This is an optimization exercise on Yosys and OpenROAD, whose aim is small area, a short achievable clock period and few clock cycles, not a production implementation. At most, simulation tests tie the RTL to the original design; equivalence was not proved. Function not checked in runs 1 and 3: the RTL went through the layout flow alone.

==> design/flow/design.v <==
module dec_unit (
    input  wire         clk,
    input  wire         rst,         
    input  wire         in_valid,
    output wire         in_ready,
    input  wire [2:0]   op,          
    input  wire [2:0]   size,        
    input  wire [2:0]   dmode,       
    input  wire [4:0]   digits,      
    input  wire [127:0] a,           
    input  wire [127:0] m,           
    output reg          out_valid,
    output reg  [127:0] result,
    output reg  [127:0] breakage,
    output reg          flag_n,
    output reg          flag_z,
    output reg          flag_c,
    output reg          flag_v,
    output reg          dov,
    output reg          ddata
);
    localparam OP_DAD  = 3'd0, OP_DSB  = 3'd1, OP_DMUL = 3'd2, OP_DRND = 3'd3,
               OP_DCMP = 3'd4, OP_DVAL = 3'd5, OP_DCVB = 3'd6, OP_BCVD = 3'd7;
    function [3:0] m5;
        input [3:0] d;
        begin
            m5[3] = d[3] | (d[2] & (d[1] | d[0]));
            m5[2] = (d[2] & ~d[1] & ~d[0]) | (d[3] & d[0]);
            m5[1] = (d[1] & d[0]) | (d[1] & ~d[2]) | (d[3] & ~d[0]);
            m5[0] = (d[0] & ~d[2] & ~d[3]) | (d[2] & d[1] & ~d[0]) | (d[3] & ~d[0]);
        end
    endfunction
    function [127:0] bcd_add;
        input [127:0] x;
        input [127:0] y;
        input         cin;
        integer k;
        reg [4:0]  z;
        reg [3:0]  h, hm;
        reg [31:0] g, p;
        reg [32:0] c;
        reg        c1, c2, c3;
        reg [127:0] zz;
        reg [31:0]  zc;
        begin
            for (k = 0; k < 32; k = k + 1) begin
                z[0] = x[4*k] ^ y[4*k];
                c1   = x[4*k] & y[4*k];
                z[1] = x[4*k+1] ^ y[4*k+1] ^ c1;
                c2   = (x[4*k+1] & y[4*k+1]) | (c1 & (x[4*k+1] ^ y[4*k+1]));
                z[2] = x[4*k+2] ^ y[4*k+2] ^ c2;
                c3   = (x[4*k+2] & y[4*k+2]) | (c2 & (x[4*k+2] ^ y[4*k+2]));
                z[3] = x[4*k+3] ^ y[4*k+3] ^ c3;
                z[4] = (x[4*k+3] & y[4*k+3]) | (c3 & (x[4*k+3] ^ y[4*k+3]));
                g[k] = z[4] | (z[3] & (z[2] | z[1]));
                p[k] = z[3] & ~z[2] & ~z[1] & z[0];
                zz[4*k +: 4] = z[4:1];
                zc[k] = z[0];
            end
            c[0] = cin;
            for (k = 0; k < 32; k = k + 1)
                c[k+1] = g[k] | (p[k] & c[k]);
            for (k = 0; k < 32; k = k + 1) begin
                h  = zz[4*k +: 4] + {3'd0, zc[k] & c[k]};
                hm = m5(h);
                bcd_add[4*k +: 4] = {hm[2:0], zc[k] ^ c[k]};
            end
        end
    endfunction
    function [123:0] nines;
        input [123:0] x;
        integer k;
        begin
            for (k = 0; k < 31; k = k + 1)
                nines[4*k +: 4] = {~(x[4*k+3] | x[4*k+2] | x[4*k+1]),
                                   x[4*k+2] ^ x[4*k+1], x[4*k+1], ~x[4*k]};
        end
    endfunction
    function [127:0] bcd_dbl;
        input [127:0] x;
        integer k;
        reg [3:0] t;
        reg c;
        begin
            c = 1'b0;
            for (k = 0; k < 32; k = k + 1) begin
                t = m5(x[4*k +: 4]);
                bcd_dbl[4*k +: 4] = {t[2:0], c};
                c = t[3];
            end
        end
    endfunction
    function [3:0] h5;
        input       o;
        input [2:0] q;
        begin
            h5[3] = o & (q[2] | (q[1] & q[0]));
            h5[2] = o ? ~(q[2] | (q[1] & q[0])) : q[2];
            h5[1] = o ? (q[1] ^ q[0]) : q[1];
            h5[0] = o ^ q[0];
        end
    endfunction
    function [127:0] bcd_x5;
        input [127:0] x;
        integer k;
        begin
            bcd_x5[3:0] = {1'b0, x[0], 1'b0, x[0]};
            for (k = 1; k < 32; k = k + 1)
                bcd_x5[4*k +: 4] = h5(x[4*k], x[4*k-1 -: 3]);
        end
    endfunction
    function [75:0] dabble;
        input [75:0] dd;
        input        b;
        integer k;
        reg [3:0] t;
        reg c;
        begin
            c = b;
            for (k = 0; k < 19; k = k + 1) begin
                t = m5(dd[4*k +: 4]);
                dabble[4*k +: 4] = {t[2:0], c};
                c = t[3];
            end
        end
    endfunction
    reg         v1;            
    reg         first;         
    reg         rdy;
    reg [2:0]   op1;
    reg [2:0]   sz1;
    reg [2:0]   dm1;
    reg [4:0]   dg1;
    reg [127:0] a1;
    reg [127:0] m1;
    reg [2:0]   ptr;           
    reg         a_lost;        
    assign in_ready = rdy;
    wire is_dad  = (op1 == OP_DAD);
    wire is_dsb  = (op1 == OP_DSB);
    wire is_mul  = (op1 == OP_DMUL);
    wire is_rnd  = (op1 == OP_DRND);
    wire is_cmp  = (op1 == OP_DCMP);
    wire is_val  = (op1 == OP_DVAL);
    wire is_cvb  = (op1 == OP_DCVB);
    wire is_bcvd = (op1 == OP_BCVD);
    wire ext  = (sz1 == 3'd4);
    wire n31  = is_bcvd | (is_cvb ? ext : (sz1 >= 3'd4));
    wire n15  = n31 | is_cvb | (sz1 == 3'd3);
    wire n7   = n15 | (sz1 == 3'd2);
    wire n3   = n7  | (sz1 == 3'd1);
    wire [30:0] dmaskn = {{16{n31}}, {8{n15}}, {4{n7}}, {2{n3}}, 1'b1};
    reg  [123:0] nmask;
    integer ki;
    always @* begin
        for (ki = 0; ki < 31; ki = ki + 1)
            nmask[4*ki +: 4] = {4{dmaskn[ki]}};
    end
    wire [123:0] A  = a1[127:4];
    wire [123:0] M  = m1[127:4];
    wire [123:0] Am = A & nmask;
    wire [123:0] Mm = M & nmask;
    wire a_neg = (a1[3:0] == 4'hB) || (a1[3:0] == 4'hD);
    wire m_neg = (m1[3:0] == 4'hB) || (m1[3:0] == 4'hD);
    reg a_bad_digit, m_bad_digit;
    reg [7:0] blk_a, blk_m;      
    integer di;
    always @* begin
        a_bad_digit = 1'b0;
        m_bad_digit = 1'b0;
        for (di = 0; di < 31; di = di + 1) begin
            if (Am[4*di+3] & (Am[4*di+2] | Am[4*di+1])) a_bad_digit = 1'b1;
            if (Mm[4*di+3] & (Mm[4*di+2] | Mm[4*di+1])) m_bad_digit = 1'b1;
        end
        for (di = 0; di < 7; di = di + 1) begin
            blk_a[di] = |Am[16*di +: 16];
            blk_m[di] = |Mm[16*di +: 16];
        end
        blk_a[7] = |Am[123:112];
        blk_m[7] = |Mm[123:112];
    end
    wire a_bad_sign = (a1[3:0] < 4'hA);
    wire m_bad_sign = (m1[3:0] < 4'hA);
    wire a_bad = a_bad_digit | a_bad_sign;
    wire m_bad = m_bad_digit | m_bad_sign;
    wire a_zero = ~|blk_a;
    wire m_zero = ~|blk_m;
    wire trap = first & (((is_dad | is_dsb | is_mul | is_cmp) & (a_bad | m_bad)) |
                         ((is_rnd | is_cvb) & a_bad));
    reg [7:0] sfx_a;
    integer si;
    always @* begin
        sfx_a[7] = blk_a[7];
        for (si = 6; si >= 0; si = si - 1)
            sfx_a[si] = sfx_a[si+1] | blk_a[si];
    end
    wire swap = first & is_mul & |(blk_m & ~sfx_a);
    wire [123:0] mk    = (first | ~is_mul) ? nmask : {124{1'b1}};
    wire [123:0] X     = (swap ? M : A) & mk;
    wire [123:0] Y     = (swap ? A : M) & mk;
    reg [30:0] dlow;             
    integer ri;
    always @* begin
        for (ri = 0; ri < 31; ri = ri + 1)
            dlow[ri] = (ri < dg1);
    end
    reg [123:0] dmask, dmask1;   
    reg [127:0] u_vec;
    always @* begin
        for (ri = 0; ri < 31; ri = ri + 1) begin
            dmask[4*ri +: 4]  = {4{dlow[ri]}};
            dmask1[4*ri +: 4] = {4{(ri < 30) ? dlow[ri+1] : 1'b0}};
        end
        u_vec = 128'd0;
        u_vec[{dg1, 2'b00}] = 1'b1;
    end
    wire [127:0] Xw      = {4'd0, X};
    wire [3:0]   g_dm1   = (dg1 == 5'd0) ? 4'd0 : Xw[{dg1 - 5'd1, 2'b00} +: 4];
    wire         lo_odd  = Xw[{dg1, 2'b00}];
    wire         below_nz = |(X & dmask1);
    wire         rem_nz  = |(X & dmask);
    wire         h_gt    = (g_dm1 > 4'd5) | ((g_dm1 == 4'd5) & below_nz);
    wire         h_eq    = (g_dm1 == 4'd5) & ~below_nz;
    wire         h_ge    = (g_dm1 >= 4'd5);
    wire [31:0]  dmaskx  = {1'b0, dmaskn};
    wire         d_lt_n  = dmaskx[dg1];         
    reg          up_m;
    always @* begin
        case (dm1)
            3'd1:    up_m = 1'b0;
            3'd2:    up_m = ~a_neg & rem_nz;
            3'd3:    up_m = a_neg & rem_nz;
            3'd4:    up_m = h_ge;
            default: up_m = h_gt | (h_eq & lo_odd);
        endcase
    end
    wire up = up_m & d_lt_n & is_rnd;
    wire [3:0]   dig  = Y[3:0];
    wire [127:0] x1   = {4'd0, X};
    wire [127:0] x2   = bcd_dbl(x1);
    wire [127:0] x4   = bcd_dbl(x2);
    wire [127:0] x5   = bcd_x5(x1);
    reg  [127:0] mp1, mp2;
    always @* begin
        case (dig)
            4'd1, 4'd3:       mp1 = x1;
            4'd4, 4'd6, 4'd8: mp1 = x4;
            4'd5, 4'd7, 4'd9: mp1 = x5;
            default:          mp1 = 128'd0;
        endcase
        case (dig)
            4'd2, 4'd3, 4'd6, 4'd7: mp2 = x2;
            4'd8, 4'd9:             mp2 = x4;
            default:                mp2 = 128'd0;
        endcase
    end
    wire addsub = is_dad | is_dsb | is_cmp;
    wire subm   = is_cmp | (a_neg ^ m_neg ^ is_dsb);
    wire [123:0] nX = nines(X);
    wire [123:0] nY = nines(Y);
    wire         bneg  = a1[63];
    wire [63:0]  bsrc  = a1[63:0] ^ {64{bneg}};
    reg  [7:0]   blk_b;
    integer bi;
    always @* begin
        for (bi = 0; bi < 8; bi = bi + 1)
            blk_b[bi] = |bsrc[8*bi +: 8];
    end
    wire [7:0] tb_in = is_bcvd ? blk_b : blk_a;
    reg  [2:0] top;
    integer ti;
    always @* begin
        top = 3'd0;
        for (ti = 1; ti < 8; ti = ti + 1)
            if (tb_in[ti]) top = ti[2:0];
    end
    wire [2:0] blk  = first ? top : ptr;
    wire       last = (blk == 3'd0);
    wire [7:0]  bbyte = bsrc[{blk, 3'b000} +: 8];
    wire [75:0] dd0   = first ? 76'd0 : result[79:4];
    wire [75:0] dd1 = dabble(dd0, bbyte[7]);
    wire [75:0] dd2 = dabble(dd1, bbyte[6]);
    wire [75:0] dd3 = dabble(dd2, bbyte[5]);
    wire [75:0] dd4 = dabble(dd3, bbyte[4]);
    wire [75:0] dd5 = dabble(dd4, bbyte[3]);
    wire [75:0] dd6 = dabble(dd5, bbyte[2]);
    wire [75:0] dd7 = dabble(dd6, bbyte[1]);
    wire [75:0] dd8 = dabble(dd7, bbyte[0]);
    wire [123:0] acc = first ? 124'd0 : result[127:4];
    wire [127:0] p2  = is_mul ? mp1 : {4'd0, nX & (is_rnd ? dmask : {124{1'b1}})};
    wire [127:0] q2  = is_mul ? mp2 : {4'd0, Y & {124{~is_rnd}}};
    wire [127:0] s2  = bcd_add(p2, q2, ~is_mul);
    wire [127:0] p1  = is_mul  ? {4'd0, acc} :
                       is_bcvd ? {52'd0, dd8} :
                                 {4'd0, X & (is_rnd ? ~dmask : {124{1'b1}})};
    wire [127:0] q1  = is_mul ? s2 :
                       (({128{addsub}} & {4'd0, subm ? nY : Y}) |
                        ({128{up}} & u_vec));
    wire         c1  = (addsub & subm) | (is_bcvd & bneg & last);
    wire [127:0] s1  = bcd_add(p1, q1, c1);
    wire [127:0] Xc    = {4'd0, X};
    wire [15:0]  chunk = Xc[{blk, 4'b0000} +: 16];
    wire [13:0]  cval  = chunk[3:0] + chunk[7:4] * 4'd10 + chunk[11:8] * 7'd100 +
                         chunk[15:12] * 10'd1000;
    wire [63:0]  bin0  = first ? 64'd0 : result[63:0];
    wire [63:0]  cs    = a_neg ? (64'd0 - {50'd0, cval}) : {50'd0, cval};
    wire [63:0]  bin1  = (bin0 << 13) + (bin0 << 11) - (bin0 << 8) + (bin0 << 4) + cs;
    wire         cv_hi = |X[123:76];
    wire         cv_gt = (X[75:0] > 76'h9223372036854775808);
    wire         cv_eq = (X[75:0] == 76'h9223372036854775808);
    wire         cv_v  = ext & (cv_hi | cv_gt | (cv_eq & ~a_neg));
    wire         ge      = s1[124];                   
    wire         use_s2  = addsub & subm & ~ge;
    wire [123:0] rmag    = (use_s2 ? s2[123:0] : s1[123:0]) & nmask;
    wire         rnz     = |rmag;
    wire         r_over  = ~(addsub & subm) & |(s1 & ~{4'd0, nmask});
    wire         rneg    = is_mul ? (a_neg ^ m_neg) :
                           is_bcvd ? bneg :
                           (addsub & subm & ~ge) ? (m_neg ^ is_dsb) : a_neg;
    wire [3:0]   rsign   = (rneg & rnz) ? 4'hD : 4'hC;
    wire [123:0] rem     = X & dmask;
    wire [123:0] bmag    = up ? s2[123:0] : rem;
    wire         bneg_r  = up ? ~a_neg : (a_neg & rem_nz);
    wire         mul_ovf = r_over | ((dig != 4'd0) & a_lost & ~first);
    wire         v_mul   = (flag_v & ~first) | mul_ovf;
    wire         a_sneg  = a_neg & ~a_zero;
    wire         m_sneg  = m_neg & ~m_zero;
    wire         mag_eq  = ~rnz;
    wire         cmp_eq  = (a_zero & m_zero) | ((a_sneg == m_sneg) & mag_eq);
    wire         cmp_lt  = ~cmp_eq & ((a_sneg & ~m_sneg) |
                                      ((a_sneg == m_sneg) & (a_sneg ? ge : ~ge)));
    wire         cmp_gt  = ~cmp_eq & ~cmp_lt;
    wire done      = trap | (is_mul ? ~|Y[123:4] : ((is_cvb | is_bcvd) ? last : 1'b1));
    wire done_next = is_mul ? ~|Y[123:8] : (blk == 3'd1);
    wire accept    = in_valid & rdy;
    wire multi_in  = (op == OP_DMUL) | (op == OP_DCVB) | (op == OP_BCVD);
    always @(posedge clk) begin
        if (rst) begin
            v1        <= 1'b0;
            rdy       <= 1'b1;
            out_valid <= 1'b0;
            first     <= 1'b0;
        end else begin
            out_valid <= v1 & done;
            first     <= accept;
            if (v1 & ~done) begin
                v1  <= 1'b1;
                rdy <= done_next;
            end else begin
                v1  <= accept;
                rdy <= ~(accept & multi_in);
            end
        end
    end
    always @(posedge clk) begin
        if (rdy) begin
            op1 <= op;
            sz1 <= size;
            dm1 <= dmode;
            dg1 <= digits;
            a1  <= a;
            m1  <= m;
        end else if (is_mul) begin
            a1[127:4] <= {X[119:0], 4'd0};
            m1[127:4] <= {4'd0, Y[123:4]};
        end
        ptr    <= blk - 3'd1;
        a_lost <= (a_lost & ~first) | (|X[123:120]);
    end
    always @(posedge clk) begin
        if (is_cvb)
            result <= {64'd0, bin1};
        else
            result <= {rmag, rsign};
        breakage <= {bmag, (bneg_r & |bmag) ? 4'hD : 4'hC};
        ddata    <= trap;
        case (op1)
            OP_DCMP: begin
                flag_n <= cmp_lt; flag_z <= cmp_eq; flag_c <= cmp_gt;
                flag_v <= 1'b0;   dov    <= 1'b0;
            end
            OP_DVAL: begin
                flag_n <= ~m_bad & m_neg & ~m_zero; flag_z <= ~m_bad;
                flag_c <= m_bad_digit;              flag_v <= m_bad_sign;
                dov    <= 1'b0;
            end
            OP_DCVB: begin
                flag_n <= bin1[63]; flag_z <= (bin1 == 64'd0); flag_c <= 1'b0;
                flag_v <= cv_v;     dov    <= 1'b0;
            end
            OP_BCVD: begin
                flag_n <= bneg; flag_z <= (a1[63:0] == 64'd0); flag_c <= 1'b0;
                flag_v <= 1'b0; dov    <= 1'b0;
            end
            OP_DMUL: begin
                flag_n <= rneg & rnz; flag_z <= ~rnz; flag_c <= 1'b0;
                flag_v <= v_mul;      dov    <= v_mul;
            end
            default: begin  
                flag_n <= rneg & rnz; flag_z <= ~rnz; flag_c <= 1'b0;
                flag_v <= r_over;     dov    <= r_over;
            end
        endcase
    end
endmodule
==> design/flow/run.sh <==
#!/bin/bash
# synth_recipe.tcl (not shown) runs the flow's synth.tcl, then flattens the netlist and writes it again
# the make line also repeats each setting of config.mk as NAME=value (left out here)
make -C /OpenROAD-flow-scripts/flow DESIGN_CONFIG=/design/flow/config.mk WORK_HOME=/design/flow/orfs CLKGATE_MAP_FILE= SYNTH_SCRIPT=/design/flow/synth_recipe.tcl finish
==> design/flow/config.mk <==
export PLATFORM = sky130hd
export DESIGN_NAME = dec_unit
export DESIGN_NICKNAME = dec_unit
export VERILOG_FILES = /design/flow/design.v
export SDC_FILE = /design/flow/constraint.sdc
export NUM_CORES = 8
export LEC_CHECK = 0
export CAP_MARGIN = 20
export CORE_MARGIN = 2
export CORE_UTILIZATION = 40
export PLACE_DENSITY = 0.6
export SLEW_MARGIN = 20
==> design/flow/constraint.sdc <==
create_clock -name core_clock -period 80.0 [get_ports {clk}]
set_input_delay 16.0000 -clock core_clock [delete_from_list [all_inputs] [get_ports {clk}]]
set_output_delay 16.0000 -clock core_clock [all_outputs]
set_load 0.01 [all_outputs]
==> results.sh, run 1 <==
export IMPL_num_nets_final=13380
export IMPL_crit_path_max_fanout=77
export IMPL_min_from="v1"
export IMPL_place_congestion=1.116
export IMPL_critPathTopFamily="compound AO/OA/AOI/OAI gates"
export IMPL_floorplan_initialDensity_pct=40.20
export IMPL_root_buffer="clkbuf_16"
export IMPL_crit_path_end_kind="flop"
export IMPL_antenna_found_initial=64
export IMPL_placedCellCount=15030
export IMPL_crit_arrival_ps=24350
export IMPL_portBuffers=533
export IMPL_cts_sinks=537
export IMPL_pin_count=537
export IMPL_drive_above_1_share_pct=7.030
export IMPL_fp_dieW_um=471.0
export IMPL_drt_iter0_drc=17430
export IMPL_finalSetupTns_ps=0
export IMPL_cts_setup_buffers=0
export IMPL_place_area_um2=95900
export IMPL_std_cell_rows=171
export IMPL_synth_seq_cells=537
export IMPL_hold_viol=0
export IMPL_cts_tree="done"
export IMPL_die_area_um2=221800
export IMPL_critPathBufInv=11
export IMPL_worst_slack_ps=56280
export IMPL_wl_um=580100
export IMPL_cts_inserted_buffers=71
export IMPL_max_freq_ghz=0.04215
export IMPL_setup_violations_final=0
export IMPL_yosys_area_top_type="edfxtp_1"
export IMPL_wl_per_cell_um=38.16
export IMPL_ant_nets=0
export IMPL_tightest_slew_ps=1430
export IMPL_synth_edf_count=270
export IMPL_grt_setup_unrepaired="no"
export IMPL_slowest_delay_ps=900
export IMPL_status="timing/DRC/antenna clean"
export IMPL_drt_pass1_iterations=13
export IMPL_holdCritPathClass="flop to flop"
export IMPL_critical_path_class="flop to flop"
export IMPL_clockBufferDepth=3
export IMPL_dieHeight_um=471.0
export IMPL_critPathSlowestCell="a2111oi_0"
export IMPL_area_growth_syn_to_layout_pct=12.96
export IMPL_min_path_cells=2
export IMPL_hold_buffers=0
export IMPL_fillCellCount=21900
export IMPL_path_depth=80
export IMPL_final_cells=15200
export IMPL_ys_seq_area_share_pct=15.42
export IMPL_finClkSkew_ps=70.03
export IMPL_coreArea_um2=217000
export IMPL_start_kind="flop"
export IMPL_r2r_cells=80
export IMPL_ys_types=120
export IMPL_synth_top_cell_area_share_pct=9.296
export IMPL_crit_required_ps=80620
export IMPL_min_to="rdy"
export IMPL_rrSetupSlack_ps=56280
export IMPL_async_reset_ff_share_pct=0
export IMPL_avgSynthCellArea_um2=7.218
export IMPL_grt_pass1_wl_um=786700
export IMPL_rr_startpoint="op1[0]"
export IMPL_dp_final_hpwl_um=462100
export IMPL_vias_per_cell=7.063
export IMPL_clk_pin_slew_ps=60
export IMPL_grt_max_degree=108
export IMPL_synth_top_flop_cell="edfxtp_1"
export IMPL_grt_use_total_pct=49.99
export IMPL_dp_slack_ps=57640
export IMPL_htreeDepth=3
export IMPL_synth_area_leaders="edfxtp_1, fa_1, ha_1"
export IMPL_min_period_ps=23720
export IMPL_ys_warn_count=1
export IMPL_path_common_cell="o21ai_0"
export IMPL_grt_overflow=0
export IMPL_reg2reg_to="flag_n"
export IMPL_relSlewSlack_pct=4.339
export IMPL_clk_latency_ps=800
export IMPL_final_core_util_pct=45.41
export IMPL_netlist_area_um2=87220
export IMPL_first_global_vias=99400
export IMPL_maxCapViolations=0
export IMPL_fin_hold_ws_ps=461.7
export IMPL_num_vias=107400
export IMPL_final_cell_area_um2=98520
export IMPL_drc=0
export IMPL_min_period_over_period_pct=29.65
export IMPL_postCtsResizedCells=0
export IMPL_slew_violations=0
export IMPL_syn_inst=12080
-- per-layer routing --
metal / vias up / global-route usage [%] / wire length [um]
met2: 8579 / 73.50 / 239000
met5: - / 0 / 219
li1: 44870 / - / -
met4: 30 / 49.06 / 70610
met3: 2335 / 15.10 / 69230
met1: 51540 / 56.96 / 201000
-- state kept, by name (all words and copies together), names as in the netlist --
signal     flops
a1           128
a_lost         1
breakage     125
ddata          1
dg1            5
dm1            3
dov            1
first          1
flag_c         1
flag_n         1
flag_v         1
flag_z         1
m1           128
op1            3
out_valid      1
ptr            3
rdy            1
result       128
sz1            3
v1             1
-- how the worst max path moves through the flow --
stage	startpoint	to
finish	op1[0]	flag_n
global route	op1[0]	flag_n
CTS	op1[0]	flag_n
detailed placement	op1[0]	flag_n
global placement	op1[0]	flag_n
floorplan	rdy	in_ready
-- kinds of logic after synthesis --
| group | Yosys count | synth area share, % |
|---|---|---|
| xor+xnor | 355 | 3.565 |
| compound gates | 4193 | 30.94 |
| buf+inv | 1412 | 6.407 |
| other cells | 2 | 0.008611 |
| mux | 441 | 5.733 |
| fa+ha+maj | 872 | 15.60 |
| flops | 537 | 15.42 |
| simple gates | 4272 | 22.32 |
-- tightest hold or removal path, cell delays in order, from the launching register on --
cell and delay [ps]:
dfxtp_1 310, nand2_1 50, o21ai_0 60
-- final cells by class --
type | instances | area, um^2 | area share [%]
diodes | 41 | 102.6 | 0.1041
clock buffers | 95 | 1968 | 1.998
clock inverters | 37 | 429.2 | 0.4356
inverters | 609 | 2291 | 2.325
multi-input cells | 10140 | 68610 | 69.64
flip-flops and latches | 537 | 13460 | 13.66
well taps | 2854 | 3571 | 3.625
repair buffers | 891 | 8088 | 8.209
-- cell usage after synthesis (214+ instances only) --
cell type and instances:
nand3_1 214, inv_1 585, ha_1 496, clkbuf_1 648
fa_1 363, nor3_1 321, dfxtp_1 267, o22ai_1 298
a21oi_1 832, o21ai_0 1240, nor2_1 1282, mux2i_1 306
edfxtp_1 270, nand2_1 1485
-- placed cells by master (no fill, tap or decap), types with 316 or more instances in the layout --
| master | n |
|---|---|
| nor2_1 | 1264 |
| buf_4 | 351 |
| nand2_1 | 1480 |
| fa_1 | 363 |
| nor3_1 | 316 |
| a21oi_1 | 827 |
| ha_1 | 496 |
| clkdlybuf4s50_1 | 533 |
| inv_1 | 582 |
| o21ai_0 | 1223 |
==> inputs of run 2 (changes only) <==
--- a/design/flow/design.v
+++ b/design/flow/design.v
@@ -22,13 +22,4 @@
     localparam OP_DAD  = 3'd0, OP_DSB  = 3'd1, OP_DMUL = 3'd2, OP_DRND = 3'd3,
                OP_DCMP = 3'd4, OP_DVAL = 3'd5, OP_DCVB = 3'd6, OP_BCVD = 3'd7;
-    function [3:0] m5;
-        input [3:0] d;
-        begin
-            m5[3] = d[3] | (d[2] & (d[1] | d[0]));
-            m5[2] = (d[2] & ~d[1] & ~d[0]) | (d[3] & d[0]);
-            m5[1] = (d[1] & d[0]) | (d[1] & ~d[2]) | (d[3] & ~d[0]);
-            m5[0] = (d[0] & ~d[2] & ~d[3]) | (d[2] & d[1] & ~d[0]) | (d[3] & ~d[0]);
-        end
-    endfunction
     function [127:0] bcd_add;
         input [127:0] x;
@@ -36,33 +27,18 @@
         input         cin;
         integer k;
-        reg [4:0]  z;
-        reg [3:0]  h, hm;
+        reg [4:0]  t;
         reg [31:0] g, p;
         reg [32:0] c;
-        reg        c1, c2, c3;
-        reg [127:0] zz;
-        reg [31:0]  zc;
+        reg [4:0]  u;
         begin
             for (k = 0; k < 32; k = k + 1) begin
-                z[0] = x[4*k] ^ y[4*k];
-                c1   = x[4*k] & y[4*k];
-                z[1] = x[4*k+1] ^ y[4*k+1] ^ c1;
-                c2   = (x[4*k+1] & y[4*k+1]) | (c1 & (x[4*k+1] ^ y[4*k+1]));
-                z[2] = x[4*k+2] ^ y[4*k+2] ^ c2;
-                c3   = (x[4*k+2] & y[4*k+2]) | (c2 & (x[4*k+2] ^ y[4*k+2]));
-                z[3] = x[4*k+3] ^ y[4*k+3] ^ c3;
-                z[4] = (x[4*k+3] & y[4*k+3]) | (c3 & (x[4*k+3] ^ y[4*k+3]));
-                g[k] = z[4] | (z[3] & (z[2] | z[1]));
-                p[k] = z[3] & ~z[2] & ~z[1] & z[0];
-                zz[4*k +: 4] = z[4:1];
-                zc[k] = z[0];
+                t    = x[4*k +: 4] + y[4*k +: 4];
+                g[k] = (t >= 5'd10);
+                p[k] = (t == 5'd9);
             end
-            c[0] = cin;
-            for (k = 0; k < 32; k = k + 1)
-                c[k+1] = g[k] | (p[k] & c[k]);
+            c = ({1'b0, g | p} + {1'b0, g} + {32'd0, cin}) ^ {1'b0, g | p} ^ {1'b0, g};
             for (k = 0; k < 32; k = k + 1) begin
-                h  = zz[4*k +: 4] + {3'd0, zc[k] & c[k]};
-                hm = m5(h);
-                bcd_add[4*k +: 4] = {hm[2:0], zc[k] ^ c[k]};
+                u = x[4*k +: 4] + y[4*k +: 4] + {4'd0, c[k]};
+                bcd_add[4*k +: 4] = c[k+1] ? u[3:0] + 4'd6 : u[3:0];
             end
         end
@@ -73,6 +49,5 @@
         begin
             for (k = 0; k < 31; k = k + 1)
-                nines[4*k +: 4] = {~(x[4*k+3] | x[4*k+2] | x[4*k+1]),
-                                   x[4*k+2] ^ x[4*k+1], x[4*k+1], ~x[4*k]};
+                nines[4*k +: 4] = 4'd9 - x[4*k +: 4];
         end
     endfunction
@@ -80,32 +55,22 @@
         input [127:0] x;
         integer k;
-        reg [3:0] t;
+        reg [4:0] t;
         reg c;
         begin
             c = 1'b0;
             for (k = 0; k < 32; k = k + 1) begin
-                t = m5(x[4*k +: 4]);
-                bcd_dbl[4*k +: 4] = {t[2:0], c};
-                c = t[3];
+                t = {x[4*k +: 4], 1'b0};
+                bcd_dbl[4*k +: 4] = ((t >= 5'd10) ? t[3:0] + 4'd6 : t[3:0]) | {3'd0, c};
+                c = (t >= 5'd10);
             end
         end
     endfunction
-    function [3:0] h5;
-        input       o;
-        input [2:0] q;
-        begin
-            h5[3] = o & (q[2] | (q[1] & q[0]));
-            h5[2] = o ? ~(q[2] | (q[1] & q[0])) : q[2];
-            h5[1] = o ? (q[1] ^ q[0]) : q[1];
-            h5[0] = o ^ q[0];
-        end
-    endfunction
     function [127:0] bcd_x5;
         input [127:0] x;
         integer k;
         begin
-            bcd_x5[3:0] = {1'b0, x[0], 1'b0, x[0]};
+            bcd_x5[3:0] = x[0] ? 4'd5 : 4'd0;
             for (k = 1; k < 32; k = k + 1)
-                bcd_x5[4*k +: 4] = h5(x[4*k], x[4*k-1 -: 3]);
+                bcd_x5[4*k +: 4] = (x[4*k] ? 4'd5 : 4'd0) + {1'b0, x[4*k-1 -: 3]};
         end
     endfunction
@@ -114,13 +79,9 @@
         input        b;
         integer k;
-        reg [3:0] t;
-        reg c;
+        reg [75:0] t;
         begin
-            c = b;
-            for (k = 0; k < 19; k = k + 1) begin
-                t = m5(dd[4*k +: 4]);
-                dabble[4*k +: 4] = {t[2:0], c};
-                c = t[3];
-            end
+            for (k = 0; k < 19; k = k + 1)
+                t[4*k +: 4] = (dd[4*k +: 4] >= 4'd5) ? dd[4*k +: 4] + 4'd3 : dd[4*k +: 4];
+            dabble = {t[74:0], b};
         end
     endfunction
==> run 2 against run 1 <==
  * Wire length fell by 1.2%
  * Setup slack worse by 1000 ps
  * Fmax decreased by 4.1%
  * Hold slack better by 3.1 ps
  * Flip-flop and latch count is the same
  * Global-route usage decreased by 3.5 points
  * Largest cell class unchanged
  * Non-clock buffer count is 21 higher
  * Still clean
  * Sequential share of layout area decreased by 1.0 points
  * Register-to-register slack lost 1000 ps
  * Design area up 7.9%
==> results.sh, run 2 <==
export IMPL_root_buffer="clkbuf_16"
export IMPL_reg_top3="a1: 128 flops, m1: 128 flops, result: 128 flops"
export IMPL_fp_dieW_um=487.5
export IMPL_tightest_slew_ps=1369
export IMPL_layout_commonest_cell="nand2_1"
export IMPL_critPathBufInv=11
export IMPL_critical_path_class="flop to flop"
export IMPL_area_growth_syn_to_layout_pct=13.66
export IMPL_synth_top_flop_cell="edfxtp_1"
export IMPL_worst_slack_ps=55250
export IMPL_netlist_area_um2=93520
export IMPL_holdCritPathClass="flop to flop"
export IMPL_first_global_vias=101000
export IMPL_ys_seq_area_share_pct=14.38
export IMPL_std_cell_rows=177
export IMPL_clockBufferDepth=3
export IMPL_slowest_delay_ps=1020
export IMPL_num_vias=105100
export IMPL_r2r_cells=91
export IMPL_avgSynthCellArea_um2=7.539
export IMPL_cts_sinks=537
export IMPL_rr_startpoint="op1[1]"
export IMPL_finClkSkew_ps=59.37
export IMPL_htreeDepth=3
export IMPL_antenna_found_initial=64
export IMPL_cts_inserted_buffers=75
export IMPL_finalSetupTns_ps=0
export IMPL_num_nets_final=14530
export IMPL_cts_tree="done"
export IMPL_final_core_util_pct=45.71
export IMPL_crit_arrival_ps=25350
export IMPL_drc=0
export IMPL_slew_violations=0
export IMPL_crit_required_ps=80600
export IMPL_critPathSlowestCell="edfxtp_1"
export IMPL_min_period_over_period_pct=30.93
export IMPL_min_path_cells=1
export IMPL_postCtsResizedCells=0
export IMPL_die_area_um2=237700
export IMPL_hold_buffers=0
export IMPL_relSlewSlack_pct=8.741
export IMPL_min_from="a_lost"
export IMPL_place_congestion=1.111
export IMPL_yosys_top_cells_count="nand2_1, ha_1, o21ai_0"
export IMPL_min_period_ps=24750
export IMPL_min_to="a_lost"
export IMPL_grt_overflow=0
export IMPL_floorplan_initialDensity_pct=40.22
export IMPL_clk_latency_ps=780
export IMPL_final_cell_mix="nand2_1, ha_1, o21ai_0"
export IMPL_critPathTopFamily="compound AO/OA/AOI/OAI gates"
export IMPL_setup_violations_final=0
export IMPL_wl_um=573100
export IMPL_status="timing/DRC/antenna clean"
export IMPL_drive_above_1_share_pct=7.034
export IMPL_ys_types=114
export IMPL_synth_seq_cells=537
export IMPL_synth_area_leaders="ha_1, edfxtp_1, dfxtp_1"
export IMPL_dp_slack_ps=56300
export IMPL_cts_setup_buffers=0
export IMPL_yosys_area_top_type="ha_1"
export IMPL_grt_use_total_pct=46.51
export IMPL_ant_nets=0
export IMPL_pin_count=537
export IMPL_crit_path_max_fanout=22
export IMPL_start_kind="flop"
export IMPL_drt_iter0_drc=13970
export IMPL_ys_warn_count=1
export IMPL_synth_top_cell_area_share_pct=16.42
export IMPL_drt_pass1_iterations=7
export IMPL_portBuffers=533
export IMPL_clk_pin_slew_ps=60
export IMPL_max_freq_ghz=0.04041
export IMPL_maxCapViolations=0
export IMPL_wl_per_cell_um=35.98
export IMPL_syn_inst=12410
export IMPL_rrSetupSlack_ps=55250
export IMPL_async_reset_ff_share_pct=0
export IMPL_crit_path_end_kind="flop"
export IMPL_path_common_cell="ha_1"
export IMPL_dp_final_hpwl_um=458300
export IMPL_hold_viol=0
export IMPL_yosysMostFrequentCell="nand2_1"
export IMPL_reg2reg_to="flag_n"
export IMPL_synth_edf_count=270
export IMPL_coreArea_um2=232500
export IMPL_vias_per_cell=6.600
export IMPL_dieHeight_um=487.5
export IMPL_grt_setup_unrepaired="no"
export IMPL_grt_pass1_wl_um=784000
export IMPL_grt_max_degree=218
run 2: changes by cell type after synthesis, sizes merged, moves of 142 or more:
| cell | before | now |
|---|---|---|
| ha | 496 | 1227 |
| clkbuf | 648 | 477 |
| xnor2 | 195 | 571 |
| nor3 | 322 | 146 |
| nor2 | 1284 | 890 |
| or2 | 184 | 42 |
| nand3 | 218 | 446 |
| o21ai | 1302 | 1054 |
| inv | 590 | 950 |
| a21o | 121 | 266 |
run 2: worst max-delay path by stage:
stage            from      to  slack, ps  cells past startpoint
2_1_floorplan  a1[63]  flag_z      60870                     55
3_3_place_gp   op1[1]  flag_n      56920                     89
3_5_place_dp   op1[1]  flag_n      56300                     90
4_1_cts        op1[1]  flag_n      56210                     90
5_1_grt        op1[1]  flag_n      54310                     91
6_report       op1[1]  flag_n      55250                     91
run 2: metrics by stage:
step                cells  cell area, um^2  hold WS [ps]
global placement    15750           103600         440.1
global route        15900           106200         490.4
floorplan           12410            93530         430.3
finish              15930           106300         464.8
detailed placement  15760           103600         446.9
CTS                 15890           106200         461.2
run 2: logic make-up (layout without fill, tap and decap cells):
group	Yosys count	after routing	synth area share, %
buf+inv	1589	2035	6.491
xor+xnor	842	842	8.004
other cells	2	36	0.008030
flops	537	537	14.38
simple gates	3869	3869	19.28
compound gates	3520	3520	23.48
fa+ha+maj	1464	1464	21.49
mux	582	582	6.868
run 2: worst reg2reg max path, delay by kind of cell (launching register included):
kind,cells,cell delay [ps]
muxes,1,400
AOI/OAI and AO/OA,30,9380
xor gates and xnor gates,6,1500
buffers and inverters,11,2130
DFF,1,1020
adders and majority gates,11,2610
and+or+nand+nor,32,7490
run 2: final cells by class:
class / count / area [um^2]
Clock inverter: 45 / 481.7
Sequential cell: 537 / 13460
Antenna cell: 33 / 82.58
Clock buffer: 91 / 2069
Fill cell: 23370 / 126200
Multi-Input combinational cell: 10280 / 74480
Timing Repair Buffer: 912 / 8214
Tap cell: 3043 / 3807
Inverter: 987 / 3711
run 2: metal layers:
| metal | vias up | share of wire, % | GRT usage (%) |
|---|---|---|---|
| met4 | 38 | 11 | 41.24 |
| met5 | - | 0.045 | 0 |
| li1 | 45180 | - | - |
| met2 | 6878 | 42 | 70.46 |
| met1 | 51000 | 36 | 53.64 |
| met3 | 2034 | 11 | 12.85 |
Testbench counts of run 2, summed over its fixed seeds: cycles 6,301.
==> inputs of run 3 (changes only) <==
--- a/design/flow/design.v
+++ b/design/flow/design.v
@@ -22,4 +22,13 @@
     localparam OP_DAD  = 3'd0, OP_DSB  = 3'd1, OP_DMUL = 3'd2, OP_DRND = 3'd3,
                OP_DCMP = 3'd4, OP_DVAL = 3'd5, OP_DCVB = 3'd6, OP_BCVD = 3'd7;
+    function [3:0] m5;
+        input [3:0] d;
+        begin
+            m5[3] = d[3] | (d[2] & (d[1] | d[0]));
+            m5[2] = (d[2] & ~d[1] & ~d[0]) | (d[3] & d[0]);
+            m5[1] = (d[1] & d[0]) | (d[1] & ~d[2]) | (d[3] & ~d[0]);
+            m5[0] = (d[0] & ~d[2] & ~d[3]) | (d[2] & d[1] & ~d[0]) | (d[3] & ~d[0]);
+        end
+    endfunction
     function [127:0] bcd_add;
         input [127:0] x;
@@ -27,18 +36,33 @@
         input         cin;
         integer k;
-        reg [4:0]  t;
+        reg [4:0]  z;
+        reg [3:0]  h, hm;
         reg [31:0] g, p;
         reg [32:0] c;
-        reg [4:0]  u;
+        reg        c1, c2, c3;
+        reg [127:0] zz;
+        reg [31:0]  zc;
         begin
             for (k = 0; k < 32; k = k + 1) begin
-                t    = x[4*k +: 4] + y[4*k +: 4];
-                g[k] = (t >= 5'd10);
-                p[k] = (t == 5'd9);
+                z[0] = x[4*k] ^ y[4*k];
+                c1   = x[4*k] & y[4*k];
+                z[1] = x[4*k+1] ^ y[4*k+1] ^ c1;
+                c2   = (x[4*k+1] & y[4*k+1]) | (c1 & (x[4*k+1] ^ y[4*k+1]));
+                z[2] = x[4*k+2] ^ y[4*k+2] ^ c2;
+                c3   = (x[4*k+2] & y[4*k+2]) | (c2 & (x[4*k+2] ^ y[4*k+2]));
+                z[3] = x[4*k+3] ^ y[4*k+3] ^ c3;
+                z[4] = (x[4*k+3] & y[4*k+3]) | (c3 & (x[4*k+3] ^ y[4*k+3]));
+                g[k] = z[4] | (z[3] & (z[2] | z[1]));
+                p[k] = z[3] & ~z[2] & ~z[1] & z[0];
+                zz[4*k +: 4] = z[4:1];
+                zc[k] = z[0];
             end
-            c = ({1'b0, g | p} + {1'b0, g} + {32'd0, cin}) ^ {1'b0, g | p} ^ {1'b0, g};
+            c[0] = cin;
+            for (k = 0; k < 32; k = k + 1)
+                c[k+1] = g[k] | (p[k] & c[k]);
             for (k = 0; k < 32; k = k + 1) begin
-                u = x[4*k +: 4] + y[4*k +: 4] + {4'd0, c[k]};
-                bcd_add[4*k +: 4] = c[k+1] ? u[3:0] + 4'd6 : u[3:0];
+                h  = zz[4*k +: 4] + {3'd0, zc[k] & c[k]};
+                hm = m5(h);
+                bcd_add[4*k +: 4] = {hm[2:0], zc[k] ^ c[k]};
             end
         end
@@ -49,5 +73,6 @@
         begin
             for (k = 0; k < 31; k = k + 1)
-                nines[4*k +: 4] = 4'd9 - x[4*k +: 4];
+                nines[4*k +: 4] = {~(x[4*k+3] | x[4*k+2] | x[4*k+1]),
+                                   x[4*k+2] ^ x[4*k+1], x[4*k+1], ~x[4*k]};
         end
     endfunction
@@ -55,22 +80,32 @@
         input [127:0] x;
         integer k;
-        reg [4:0] t;
+        reg [3:0] t;
         reg c;
         begin
             c = 1'b0;
             for (k = 0; k < 32; k = k + 1) begin
-                t = {x[4*k +: 4], 1'b0};
-                bcd_dbl[4*k +: 4] = ((t >= 5'd10) ? t[3:0] + 4'd6 : t[3:0]) | {3'd0, c};
-                c = (t >= 5'd10);
+                t = m5(x[4*k +: 4]);
+                bcd_dbl[4*k +: 4] = {t[2:0], c};
+                c = t[3];
             end
         end
     endfunction
+    function [3:0] h5;
+        input       o;
+        input [2:0] q;
+        begin
+            h5[3] = o & (q[2] | (q[1] & q[0]));
+            h5[2] = o ? ~(q[2] | (q[1] & q[0])) : q[2];
+            h5[1] = o ? (q[1] ^ q[0]) : q[1];
+            h5[0] = o ^ q[0];
+        end
+    endfunction
     function [127:0] bcd_x5;
         input [127:0] x;
         integer k;
         begin
-            bcd_x5[3:0] = x[0] ? 4'd5 : 4'd0;
+            bcd_x5[3:0] = {1'b0, x[0], 1'b0, x[0]};
             for (k = 1; k < 32; k = k + 1)
-                bcd_x5[4*k +: 4] = (x[4*k] ? 4'd5 : 4'd0) + {1'b0, x[4*k-1 -: 3]};
+                bcd_x5[4*k +: 4] = h5(x[4*k], x[4*k-1 -: 3]);
         end
     endfunction
@@ -79,9 +114,13 @@
         input        b;
         integer k;
-        reg [75:0] t;
+        reg [3:0] t;
+        reg c;
         begin
-            for (k = 0; k < 19; k = k + 1)
-                t[4*k +: 4] = (dd[4*k +: 4] >= 4'd5) ? dd[4*k +: 4] + 4'd3 : dd[4*k +: 4];
-            dabble = {t[74:0], b};
+            c = b;
+            for (k = 0; k < 19; k = k + 1) begin
+                t = m5(dd[4*k +: 4]);
+                dabble[4*k +: 4] = {t[2:0], c};
+                c = t[3];
+            end
         end
     endfunction
@@ -90,5 +129,6 @@
     reg         rdy;
     reg [2:0]   op1;
-    reg [2:0]   sz1;
+    reg         is_dsb, is_mul, is_rnd, is_cmp, is_cvb, is_bcvd, addsub, ext;
+    reg         n3, n7, n15, n31;    
     reg [2:0]   dm1;
     reg [4:0]   dg1;
@@ -98,17 +138,10 @@
     reg         a_lost;        
     assign in_ready = rdy;
-    wire is_dad  = (op1 == OP_DAD);
-    wire is_dsb  = (op1 == OP_DSB);
-    wire is_mul  = (op1 == OP_DMUL);
-    wire is_rnd  = (op1 == OP_DRND);
-    wire is_cmp  = (op1 == OP_DCMP);
-    wire is_val  = (op1 == OP_DVAL);
-    wire is_cvb  = (op1 == OP_DCVB);
-    wire is_bcvd = (op1 == OP_BCVD);
-    wire ext  = (sz1 == 3'd4);
-    wire n31  = is_bcvd | (is_cvb ? ext : (sz1 >= 3'd4));
-    wire n15  = n31 | is_cvb | (sz1 == 3'd3);
-    wire n7   = n15 | (sz1 == 3'd2);
-    wire n3   = n7  | (sz1 == 3'd1);
+    wire in_cvb  = (op == OP_DCVB);
+    wire in_bcvd = (op == OP_BCVD);
+    wire in_n31  = in_bcvd | (in_cvb ? (size == 3'd4) : (size >= 3'd4));
+    wire in_n15  = in_n31 | in_cvb | (size == 3'd3);
+    wire in_n7   = in_n15 | (size == 3'd2);
+    wire in_n3   = in_n7  | (size == 3'd1);
     wire [30:0] dmaskn = {{16{n31}}, {8{n15}}, {4{n7}}, {2{n3}}, 1'b1};
     reg  [123:0] nmask;
@@ -147,5 +180,5 @@
     wire a_zero = ~|blk_a;
     wire m_zero = ~|blk_m;
-    wire trap = first & (((is_dad | is_dsb | is_mul | is_cmp) & (a_bad | m_bad)) |
+    wire trap = first & (((addsub | is_mul) & (a_bad | m_bad)) |
                          ((is_rnd | is_cvb) & a_bad));
     reg [7:0] sfx_a;
@@ -158,6 +191,6 @@
     wire swap = first & is_mul & |(blk_m & ~sfx_a);
     wire [123:0] mk    = (first | ~is_mul) ? nmask : {124{1'b1}};
-    wire [123:0] X     = (swap ? M : A) & mk;
-    wire [123:0] Y     = (swap ? A : M) & mk;
+    wire [123:0] X     = A & mk;
+    wire [123:0] Y     = M & mk;
     reg [30:0] dlow;             
     integer ri;
@@ -216,10 +249,9 @@
         endcase
     end
-    wire addsub = is_dad | is_dsb | is_cmp;
     wire subm   = is_cmp | (a_neg ^ m_neg ^ is_dsb);
     wire [123:0] nX = nines(X);
     wire [123:0] nY = nines(Y);
     wire         bneg  = a1[63];
-    wire [63:0]  bsrc  = a1[63:0] ^ {64{bneg}};
+    wire [63:0]  bsrc  = bneg ? (64'd0 - a1[63:0]) : a1[63:0];
     reg  [7:0]   blk_b;
     integer bi;
@@ -253,10 +285,9 @@
     wire [127:0] s2  = bcd_add(p2, q2, ~is_mul);
     wire [127:0] p1  = is_mul  ? {4'd0, acc} :
-                       is_bcvd ? {52'd0, dd8} :
                                  {4'd0, X & (is_rnd ? ~dmask : {124{1'b1}})};
     wire [127:0] q1  = is_mul ? s2 :
                        (({128{addsub}} & {4'd0, subm ? nY : Y}) |
                         ({128{up}} & u_vec));
-    wire         c1  = (addsub & subm) | (is_bcvd & bneg & last);
+    wire         c1  = addsub & subm;
     wire [127:0] s1  = bcd_add(p1, q1, c1);
     wire [127:0] Xc    = {4'd0, X};
@@ -265,17 +296,26 @@
                          chunk[15:12] * 10'd1000;
     wire [63:0]  bin0  = first ? 64'd0 : result[63:0];
-    wire [63:0]  cs    = a_neg ? (64'd0 - {50'd0, cval}) : {50'd0, cval};
-    wire [63:0]  bin1  = (bin0 << 13) + (bin0 << 11) - (bin0 << 8) + (bin0 << 4) + cs;
+    wire [63:0]  t1    = (bin0 << 13) | 64'd256;
+    wire [63:0]  t2    = bin0 << 11;
+    wire [63:0]  t3    = (~bin0) << 8;
+    wire [63:0]  t4    = bin0 << 4;
+    wire [63:0]  t5    = {50'd0, cval} ^ {64{a_neg}};
+    wire [63:0]  u1s   = t1 ^ t2 ^ t3;
+    wire [63:0]  u1c   = ((t1 & t2) | (t1 & t3) | (t2 & t3)) << 1;
+    wire [63:0]  u2s   = u1s ^ u1c ^ t4;
+    wire [63:0]  u2c   = ((u1s & u1c) | (u1s & t4) | (u1c & t4)) << 1;
+    wire [63:0]  u3s   = u2s ^ u2c ^ t5;
+    wire [63:0]  u3c   = ((u2s & u2c) | (u2s & t5) | (u2c & t5)) << 1;
+    wire [63:0]  bin1  = u3s + u3c + {63'd0, a_neg};
     wire         cv_hi = |X[123:76];
     wire         cv_gt = (X[75:0] > 76'h9223372036854775808);
     wire         cv_eq = (X[75:0] == 76'h9223372036854775808);
     wire         cv_v  = ext & (cv_hi | cv_gt | (cv_eq & ~a_neg));
-    wire         ge      = s1[124];                   
+    wire         ge      = ({1'b0, X} >= {1'b0, Y});
     wire         use_s2  = addsub & subm & ~ge;
     wire [123:0] rmag    = (use_s2 ? s2[123:0] : s1[123:0]) & nmask;
-    wire         rnz     = |rmag;
+    wire         rnz     = use_s2 | |(s1[123:0] & nmask);
     wire         r_over  = ~(addsub & subm) & |(s1 & ~{4'd0, nmask});
     wire         rneg    = is_mul ? (a_neg ^ m_neg) :
-                           is_bcvd ? bneg :
                            (addsub & subm & ~ge) ? (m_neg ^ is_dsb) : a_neg;
     wire [3:0]   rsign   = (rneg & rnz) ? 4'hD : 4'hC;
@@ -292,6 +332,6 @@
                                       ((a_sneg == m_sneg) & (a_sneg ? ge : ~ge)));
     wire         cmp_gt  = ~cmp_eq & ~cmp_lt;
-    wire done      = trap | (is_mul ? ~|Y[123:4] : ((is_cvb | is_bcvd) ? last : 1'b1));
-    wire done_next = is_mul ? ~|Y[123:8] : (blk == 3'd1);
+    wire done      = trap | (is_mul ? (~swap & ~|Y[123:4]) : ((is_cvb | is_bcvd) ? last : 1'b1));
+    wire done_next = is_mul ? (swap ? ~|Am[123:4] : ~|Y[123:8]) : (blk == 3'd1);
     wire accept    = in_valid & rdy;
     wire multi_in  = (op == OP_DMUL) | (op == OP_DCVB) | (op == OP_BCVD);
@@ -304,5 +344,5 @@
         end else begin
             out_valid <= v1 & done;
-            first     <= accept;
+            first     <= accept | (v1 & swap & ~trap);
             if (v1 & ~done) begin
                 v1  <= 1'b1;
@@ -316,10 +356,24 @@
     always @(posedge clk) begin
         if (rdy) begin
-            op1 <= op;
-            sz1 <= size;
+            op1     <= op;
+            is_dsb  <= (op == OP_DSB);
+            is_mul  <= (op == OP_DMUL);
+            is_rnd  <= (op == OP_DRND);
+            is_cmp  <= (op == OP_DCMP);
+            is_cvb  <= in_cvb;
+            is_bcvd <= in_bcvd;
+            addsub  <= (op == OP_DAD) | (op == OP_DSB) | (op == OP_DCMP);
+            ext     <= (size == 3'd4);
+            n3      <= in_n3;
+            n7      <= in_n7;
+            n15     <= in_n15;
+            n31     <= in_n31;
             dm1 <= dmode;
             dg1 <= digits;
             a1  <= a;
             m1  <= m;
+        end else if (swap) begin
+            a1 <= {Mm, m1[3:0]};
+            m1 <= {Am, a1[3:0]};
         end else if (is_mul) begin
             a1[127:4] <= {X[119:0], 4'd0};
@@ -332,4 +386,6 @@
         if (is_cvb)
             result <= {64'd0, bin1};
+        else if (is_bcvd)
+            result <= {48'd0, dd8, bneg ? 4'hD : 4'hC};
         else
             result <= {rmag, rsign};
--- a/design/flow/config.mk
+++ b/design/flow/config.mk
@@ -6,4 +6,5 @@
 export NUM_CORES = 8
 export LEC_CHECK = 0
+export ABC_AREA = 1
 export CAP_MARGIN = 20
 export CORE_MARGIN = 2
==> run 3 against run 2 <==
  * Setup slack improved by 6600 ps
  * Still clean
  * Die area is 9.5% lower
==> results.sh, run 3 <==
export IMPL_status="timing/DRC/antenna clean"
export IMPL_area_growth_syn_to_layout_pct=14.37
export IMPL_cts_setup_buffers=0
export IMPL_coreArea_um2=209800
export IMPL_clk_pin_slew_ps=70
export IMPL_wl_per_cell_um=33.56
export IMPL_min_path_cells=2
export IMPL_synth_edf_count=279
export IMPL_grt_overflow=0
export IMPL_ys_warn_count=1
export IMPL_crit_arrival_ps=2160
export IMPL_crit_path_max_fanout=26
export IMPL_hold_buffers=0
export IMPL_finClkSkew_ps=82.00
export IMPL_cts_tree="done"
export IMPL_critical_path_class="flop to primary output"
export IMPL_grt_pass1_wl_um=768400
export IMPL_portBuffers=533
export IMPL_reg_top3="a1: 128 flops, m1: 128 flops, result: 128 flops"
export IMPL_async_reset_ff_share_pct=0
export IMPL_ys_types=79
export IMPL_grt_max_degree=199
export IMPL_critPathTopFamily="flip-flops"
export IMPL_netlist_area_um2=84560
export IMPL_place_congestion=1.143
export IMPL_tightest_slew_ps=1414
export IMPL_synth_area_leaders="nand2_1, edfxtp_1, inv_1"
export IMPL_critPathSlowestCell="dfxtp_4"
export IMPL_final_cell_mix="nand2_1, inv_1, nor2_1"
export IMPL_min_period_over_period_pct=22.70
export IMPL_grt_use_total_pct=50.56
export IMPL_crit_required_ps=64000
export IMPL_crit_path_end_kind="primary output"
export IMPL_r2r_cells=105
export IMPL_layout_commonest_cell="nand2_1"
export IMPL_die_area_um2=215100
export IMPL_slew_violations=0
export IMPL_rrSetupSlack_ps=62010
export IMPL_min_to="a_lost"
export IMPL_rr_startpoint="is_mul"
export IMPL_ys_seq_area_share_pct=16.23
export IMPL_drive_above_1_share_pct=5.480
export IMPL_yosys_top_cells_count="nand2_1, inv_1, nor2_1"
export IMPL_grt_setup_unrepaired="no"
export IMPL_ant_nets=0
export IMPL_root_buffer="clkbuf_16"
export IMPL_cts_sinks=546
export IMPL_drc=0
export IMPL_yosysMostFrequentCell="nand2_1"
export IMPL_cts_inserted_buffers=75
export IMPL_pin_count=537
export IMPL_postCtsResizedCells=0
export IMPL_yosys_area_top_type="nand2_1"
export IMPL_min_period_ps=18160
export IMPL_start_kind="flop"
export IMPL_relSlewSlack_pct=4.266
export IMPL_dp_final_hpwl_um=445400
export IMPL_synth_top_flop_cell="edfxtp_1"
export IMPL_maxCapViolations=0
export IMPL_synth_seq_cells=546
export IMPL_vias_per_cell=6.328
export IMPL_dieHeight_um=463.8
export IMPL_htreeDepth=3
export IMPL_drt_pass1_iterations=9
export IMPL_num_vias=105400
export IMPL_hold_viol=0
export IMPL_holdCritPathClass="flop to flop"
export IMPL_clockBufferDepth=3
export IMPL_floorplan_initialDensity_pct=40.31
export IMPL_std_cell_rows=168
export IMPL_setup_violations_final=0
export IMPL_num_nets_final=14970
export IMPL_reg2reg_to="flag_n"
export IMPL_fp_dieW_um=463.8
export IMPL_critPathBufInv=1
export IMPL_min_from="a_lost"
export IMPL_avgSynthCellArea_um2=6.341
export IMPL_synth_top_cell_area_share_pct=9.979
export IMPL_first_global_vias=98890
export IMPL_antenna_found_initial=69
export IMPL_clk_latency_ps=820
export IMPL_wl_um=559000
export IMPL_max_freq_ghz=0.05505
export IMPL_finalSetupTns_ps=0
export IMPL_drt_iter0_drc=14840
export IMPL_crit_chain="clkdlybuf4s50_1"
export IMPL_syn_inst=13340
export IMPL_slowest_delay_ps=730
==> run 3: cell type report <==
cell class                 instances  area [um^2]
inverter                        2160         8142
multi-input combinational      10080        60860
clock buffer                      90         1983
sequential                       546        13730
timing repair buffer             862         7850
tap                             2805         3510
clock inverter                    45        449.2
fill                           22850       113100
antenna                           75        187.7
==> run 3: cells by family after synthesis <==
family | Yosys count | share of synthesized area [%]
AO/OA/AOI/OAI | 3593 | 24.94
XOR/XNOR | 276 | 2.859
adder cells (fa/ha/maj) | 979 | 17.69
buffers and inverters | 2716 | 12.18
flip-flops | 546 | 16.23
multiplexers | 2 | 0.02368
other | 2 | 0.008881
AND/OR/NAND/NOR | 5222 | 26.07
==> run 3: metrics by stage <==
stage	setup slack, ps	utilization, %	std cells	hold WS (ps)	area (um^2)
floorplan	62870	-	13340	436.3	84560
global placement	62110	44.78	16440	480.5	93930
detailed placement	62060	44.79	16440	486.7	93960
CTS	61840	45.95	16580	496.7	96390
global route	61120	46.02	16590	520.0	96550
finish	61840	46.10	16660	501.4	96720
==> run 3: per-layer routing <==
layer	GRT usage, %	wire (um)
met3	16.08	59730
met4	54.35	75790
met2	76.00	235000
met5	0.02228	109
met1	53.93	188400
==> run 3: worst max path at each step <==
stage          startpoint  endpoint  slack, ps  depth (start not counted)
2_1_floorplan       op[0]       n15      62870                          8
3_3_place_gp        op[1]       n15      62110                          8
3_5_place_dp        op[1]       n15      62060                          8
4_1_cts               rdy  in_ready      61840                          1
5_1_grt            is_mul    flag_n      61120                        105
6_report              rdy  in_ready      61840                          1
==> inputs of run 4 (changes only) <==
--- a/design/flow/design.v
+++ b/design/flow/design.v
@@ -153,9 +153,11 @@
     wire [123:0] A  = a1[127:4];
     wire [123:0] M  = m1[127:4];
-    wire [123:0] Am = A & nmask;
-    wire [123:0] Mm = M & nmask;
+    wire [123:0] mk = (first | ~is_mul) ? nmask : {124{1'b1}};
+    wire [123:0] X  = A & mk;
+    wire [123:0] Y  = M & mk;
     wire a_neg = (a1[3:0] == 4'hB) || (a1[3:0] == 4'hD);
     wire m_neg = (m1[3:0] == 4'hB) || (m1[3:0] == 4'hD);
     reg a_bad_digit, m_bad_digit;
+    reg [30:0] nz_a, nz_m;       
     reg [7:0] blk_a, blk_m;      
     integer di;
@@ -164,13 +166,15 @@
         m_bad_digit = 1'b0;
         for (di = 0; di < 31; di = di + 1) begin
-            if (Am[4*di+3] & (Am[4*di+2] | Am[4*di+1])) a_bad_digit = 1'b1;
-            if (Mm[4*di+3] & (Mm[4*di+2] | Mm[4*di+1])) m_bad_digit = 1'b1;
+            if (X[4*di+3] & (X[4*di+2] | X[4*di+1])) a_bad_digit = 1'b1;
+            if (Y[4*di+3] & (Y[4*di+2] | Y[4*di+1])) m_bad_digit = 1'b1;
+            nz_a[di] = |X[4*di +: 4];
+            nz_m[di] = |Y[4*di +: 4];
         end
         for (di = 0; di < 7; di = di + 1) begin
-            blk_a[di] = |Am[16*di +: 16];
-            blk_m[di] = |Mm[16*di +: 16];
+            blk_a[di] = |nz_a[4*di +: 4];
+            blk_m[di] = |nz_m[4*di +: 4];
         end
-        blk_a[7] = |Am[123:112];
-        blk_m[7] = |Mm[123:112];
+        blk_a[7] = |nz_a[30:28];
+        blk_m[7] = |nz_m[30:28];
     end
     wire a_bad_sign = (a1[3:0] < 4'hA);
@@ -190,7 +194,4 @@
     end
     wire swap = first & is_mul & |(blk_m & ~sfx_a);
-    wire [123:0] mk    = (first | ~is_mul) ? nmask : {124{1'b1}};
-    wire [123:0] X     = A & mk;
-    wire [123:0] Y     = M & mk;
     reg [30:0] dlow;             
     integer ri;
@@ -199,22 +200,29 @@
             dlow[ri] = (ri < dg1);
     end
-    reg [123:0] dmask, dmask1;   
+    reg [123:0] dmask;           
     reg [127:0] u_vec;
+    reg [31:0]  dsel;            
+    reg [30:0]  ge5, eq5, odd;   
     always @* begin
+        for (ri = 0; ri < 32; ri = ri + 1)
+            dsel[ri] = (dg1 == ri);
         for (ri = 0; ri < 31; ri = ri + 1) begin
-            dmask[4*ri +: 4]  = {4{dlow[ri]}};
-            dmask1[4*ri +: 4] = {4{(ri < 30) ? dlow[ri+1] : 1'b0}};
+            dmask[4*ri +: 4] = {4{dlow[ri]}};
+            ge5[ri] = X[4*ri+3] | (X[4*ri+2] & (X[4*ri+1] | X[4*ri]));
+            eq5[ri] = ~X[4*ri+3] & X[4*ri+2] & ~X[4*ri+1] & X[4*ri];
+            odd[ri] = X[4*ri];
         end
         u_vec = 128'd0;
-        u_vec[{dg1, 2'b00}] = 1'b1;
+        for (ri = 0; ri < 32; ri = ri + 1)
+            u_vec[4*ri] = dsel[ri];
     end
-    wire [127:0] Xw      = {4'd0, X};
-    wire [3:0]   g_dm1   = (dg1 == 5'd0) ? 4'd0 : Xw[{dg1 - 5'd1, 2'b00} +: 4];
-    wire         lo_odd  = Xw[{dg1, 2'b00}];
-    wire         below_nz = |(X & dmask1);
-    wire         rem_nz  = |(X & dmask);
-    wire         h_gt    = (g_dm1 > 4'd5) | ((g_dm1 == 4'd5) & below_nz);
-    wire         h_eq    = (g_dm1 == 4'd5) & ~below_nz;
-    wire         h_ge    = (g_dm1 >= 4'd5);
+    wire         below_nz = |(nz_a[29:0] & dlow[30:1]);
+    wire         rem_nz  = |(nz_a & dlow);
+    wire         g_ge    = |(ge5 & dsel[31:1]);      
+    wire         g_eq    = |(eq5 & dsel[31:1]);      
+    wire         lo_odd  = |(odd & dsel[30:0]);
+    wire         h_gt    = (g_ge & ~g_eq) | (g_eq & below_nz);
+    wire         h_eq    = g_eq & ~below_nz;
+    wire         h_ge    = g_ge;
     wire [31:0]  dmaskx  = {1'b0, dmaskn};
     wire         d_lt_n  = dmaskx[dg1];         
@@ -332,6 +340,6 @@
                                       ((a_sneg == m_sneg) & (a_sneg ? ge : ~ge)));
     wire         cmp_gt  = ~cmp_eq & ~cmp_lt;
-    wire done      = trap | (is_mul ? (~swap & ~|Y[123:4]) : ((is_cvb | is_bcvd) ? last : 1'b1));
-    wire done_next = is_mul ? (swap ? ~|Am[123:4] : ~|Y[123:8]) : (blk == 3'd1);
+    wire done      = trap | (is_mul ? (~swap & ~|nz_m[30:1]) : ((is_cvb | is_bcvd) ? last : 1'b1));
+    wire done_next = is_mul ? (swap ? ~|nz_a[30:1] : ~|nz_m[30:2]) : (blk == 3'd1);
     wire accept    = in_valid & rdy;
     wire multi_in  = (op == OP_DMUL) | (op == OP_DCVB) | (op == OP_BCVD);
@@ -372,12 +380,15 @@
             dg1 <= digits;
             a1  <= a;
-            m1  <= m;
         end else if (swap) begin
-            a1 <= {Mm, m1[3:0]};
-            m1 <= {Am, a1[3:0]};
+            a1 <= {Y, m1[3:0]};
         end else if (is_mul) begin
             a1[127:4] <= {X[119:0], 4'd0};
-            m1[127:4] <= {4'd0, Y[123:4]};
         end
+        if (rdy)
+            m1 <= m;
+        else if (swap)
+            m1 <= {X, a1[3:0]};
+        else
+            m1 <= {4'd0, Y[123:4], m1[3:0]};
         ptr    <= blk - 3'd1;
         a_lost <= (a_lost & ~first) | (|X[123:120]);
==> run 4 against run 3 <==
  * Synthesized cell count shrank 3.2%
  * Register-to-register slack gained 490 ps
  * Highest routed layer unchanged
  * Critical endpoint unchanged
  * Fmax about the same
==> results.sh, run 4 <==
export IMPL_yosysMostFrequentCell="nand2_1"
export IMPL_fin_hold_ws_ps=468.9
export IMPL_finClkSkew_ps=58.53
export IMPL_cts_sinks=546
export IMPL_ys_types=87
export IMPL_synth_seq_cells=546
export IMPL_num_vias=105400
export IMPL_avgSynthCellArea_um2=6.349
export IMPL_critPathSlowestCell="dfxtp_4"
export IMPL_start_kind="flop"
export IMPL_critPathBufInv=1
export IMPL_synth_top_flop_cell="dfxtp_1"
export IMPL_yosys_area_top_type="ha_1"
export IMPL_ys_seq_area_share_pct=15.23
export IMPL_place_congestion=1.173
export IMPL_netlist_area_um2=81930
export IMPL_area_growth_syn_to_layout_pct=14.87
export IMPL_setup_violations_final=0
export IMPL_yosys_top_cells_count="nand2_1, inv_1, nor2_1"
export IMPL_place_area_um2=91250
export IMPL_htreeDepth=3
export IMPL_vias_per_cell=6.516
export IMPL_slowest_delay_ps=700
export IMPL_std_cell_rows=166
export IMPL_hold_viol=0
export IMPL_final_cells=16170
export IMPL_synth_top_cell_area_share_pct=10.19
export IMPL_placedCellCount=15950
export IMPL_relSlewSlack_pct=2.486
export IMPL_grt_overflow=0
export IMPL_cts_inserted_buffers=73
export IMPL_synth_top_family_by_area="simple AND/OR/NAND/NOR gates"
export IMPL_critical_path_class="flop to primary output"
export IMPL_syn_inst=12900
export IMPL_floorplan_initialDensity_pct=40.13
export IMPL_min_period_over_period_pct=22.71
export IMPL_grt_pass1_wl_um=784500
export IMPL_critPathTopFamily="flip-flops"
export IMPL_final_cell_mix="nand2_1, inv_1, nor2_1"
export IMPL_grt_setup_unrepaired="no"
export IMPL_holdCritPathClass="flop to flop"
export IMPL_reg_top3="a1: 128 flops, m1: 128 flops, result: 128 flops"
export IMPL_layout_commonest_cell="nand2_1"
export IMPL_slew_violations=0
export IMPL_coreArea_um2=204200
export IMPL_final_cell_area_um2=94110
export IMPL_synth_compound_area_share_pct=24.17
export IMPL_crit_arrival_ps=2170
export IMPL_die_area_um2=208500
export IMPL_drive_above_1_share_pct=6.156
export IMPL_crit_chain="clkdlybuf4s50_1"
export IMPL_pin_count=537
export IMPL_maxCapViolations=0
export IMPL_portBuffers=533
export IMPL_synth_edf_count=155
export IMPL_root_buffer="clkbuf_16"
export IMPL_tightest_slew_ps=1447
export IMPL_dieHeight_um=456.6
export IMPL_antenna_found_initial=87
export IMPL_wl_per_cell_um=35.23
export IMPL_crit_required_ps=64000
export IMPL_finalSetupTns_ps=0
export IMPL_postCtsResizedCells=0
export IMPL_grt_max_degree=202
export IMPL_synth_fa_ha_area_share_pct=19.01
export IMPL_cts_setup_buffers=0
export IMPL_synth_area_leaders="ha_1, nand2_1, dfxtp_1"
export IMPL_fp_dieW_um=456.6
export IMPL_grt_use_total_pct=53.37
export IMPL_ant_nets=0
export IMPL_synth_xor_area_share_pct=2.950
export IMPL_synthMuxAreaShare_pct=0
export IMPL_drt_iter0_drc=15810
export IMPL_max_freq_ghz=0.05503
export IMPL_crit_path_end_kind="primary output"
export IMPL_drt_pass1_iterations=10
export IMPL_clk_pin_slew_ps=60
export IMPL_wl_um=569600
export IMPL_synth_simple_area_share_pct=26.39
export IMPL_status="timing/DRC/antenna clean"
export IMPL_dp_final_hpwl_um=446700
export IMPL_cts_tree="done"
export IMPL_ys_warn_count=1
export IMPL_min_period_ps=18170
export IMPL_crit_path_max_fanout=27
export IMPL_num_nets_final=14640
export IMPL_first_global_vias=100700
export IMPL_hold_buffers=0
export IMPL_clk_latency_ps=840
export IMPL_drc=0
export IMPL_clockBufferDepth=3
export IMPL_async_reset_ff_share_pct=0
[run 4: final cells by class]
class / count / area [um^2]
Sequential cell: 546 / 12490
Clock inverter: 41 / 510.5
Fill cell: 21250 / 110100
Inverter: 2117 / 7988
Clock buffer: 93 / 1972
Tap cell: 2688 / 3363
Timing Repair Buffer: 866 / 7933
Multi-Input combinational cell: 9738 / 59660
Antenna cell: 80 / 200.2
[run 4: final timing paths]
check	from	to	slack [ps]	cells past startpoint
min reg2reg	v1	out_valid	470	2
max	rdy	in_ready	61830	1
max reg2reg	is_mul	flag_z	62500	75
min	v1	out_valid	470	2
[run 4: through the flow]
step | setup WS, ps | utilization, %
after global placement | 62150 | 44.69
after floorplan | 62870 | -
after detailed placement | 62170 | 44.69
after global routing | 61800 | 46.02
after CTS | 61870 | 45.91
final | 61830 | 46.10
[run 4: logic make-up after synthesis]
kind of cell    Yosys count
simple gates           5093
compound gates         3338
xor+xnor                276
other cells               2
flops                   546
fa+ha+maj              1028
buf+inv                2621
[run 4: routing by layer]
| metal | vias to the layer above | share of wire (%) | global-route usage (%) |
|---|---|---|---|
| li1 | 44280 | - | - |
| met1 | 49430 | 32 | 52.88 |
| met2 | 8281 | 42 | 80.00 |
| met3 | 3340 | 11 | 21.67 |
| met4 | 36 | 15 | 60.75 |
| met5 | - | 0.081 | 1.676 |
Testbench counts of run 4, summed over its fixed seeds: cycles 6,381.

==> re-timing with driven ports <==
The results above use ideal ports. As a check the final layouts listed here were re-extracted and re-timed, cells and wires unchanged.
Step 1 (the two cells are an assumption about what drives the block):
set clk [get_ports {clk}]
set_driving_cell -lib_cell sky130_fd_sc_hd__clkbuf_16 $clk
set_driving_cell -lib_cell sky130_fd_sc_hd__buf_2 [delete_from_list [all_inputs] $clk]
Step 2, shift: input delay + t, output delay - t, t = (earliest + latest rising clock arrival at the registers) / 2. This alone moves slack from input paths to output paths.
Slacks: no drivers / after step 1 / after step 2; pairs: no drivers / after step 1.
| run | t (ns) | slack for setup (ns) | hold slack, ns | slew at the worst register clock pin (ns) | pins driven straight from the clock port |
|---|---|---|---|---|---|
| run 1 | 0.866 | 56.277 / 56.277 / 56.277 | 0.462 / 0.462 / 0.462 | 0.08 / 0.08 | 1 |
| run 2 | 0.859 | 55.253 / 55.253 / 55.253 | 0.465 / 0.465 / 0.465 | 0.07 / 0.07 | 1 |
| run 3 | 0.877 | 61.836 / 61.734 / 62.008 | 0.501 / 0.501 / 0.501 | 0.08 / 0.08 | 1 |
| run 4 | 0.914 | 61.828 / 61.721 / 61.816 | 0.469 / 0.469 / 0.469 | 0.10 / 0.10 | 1 |
After both steps every run listed still meets setup and hold. For run 4, which loses most, drivers alone change the setup slack by -0.107 ns; drivers and shift together by -0.012 ns.
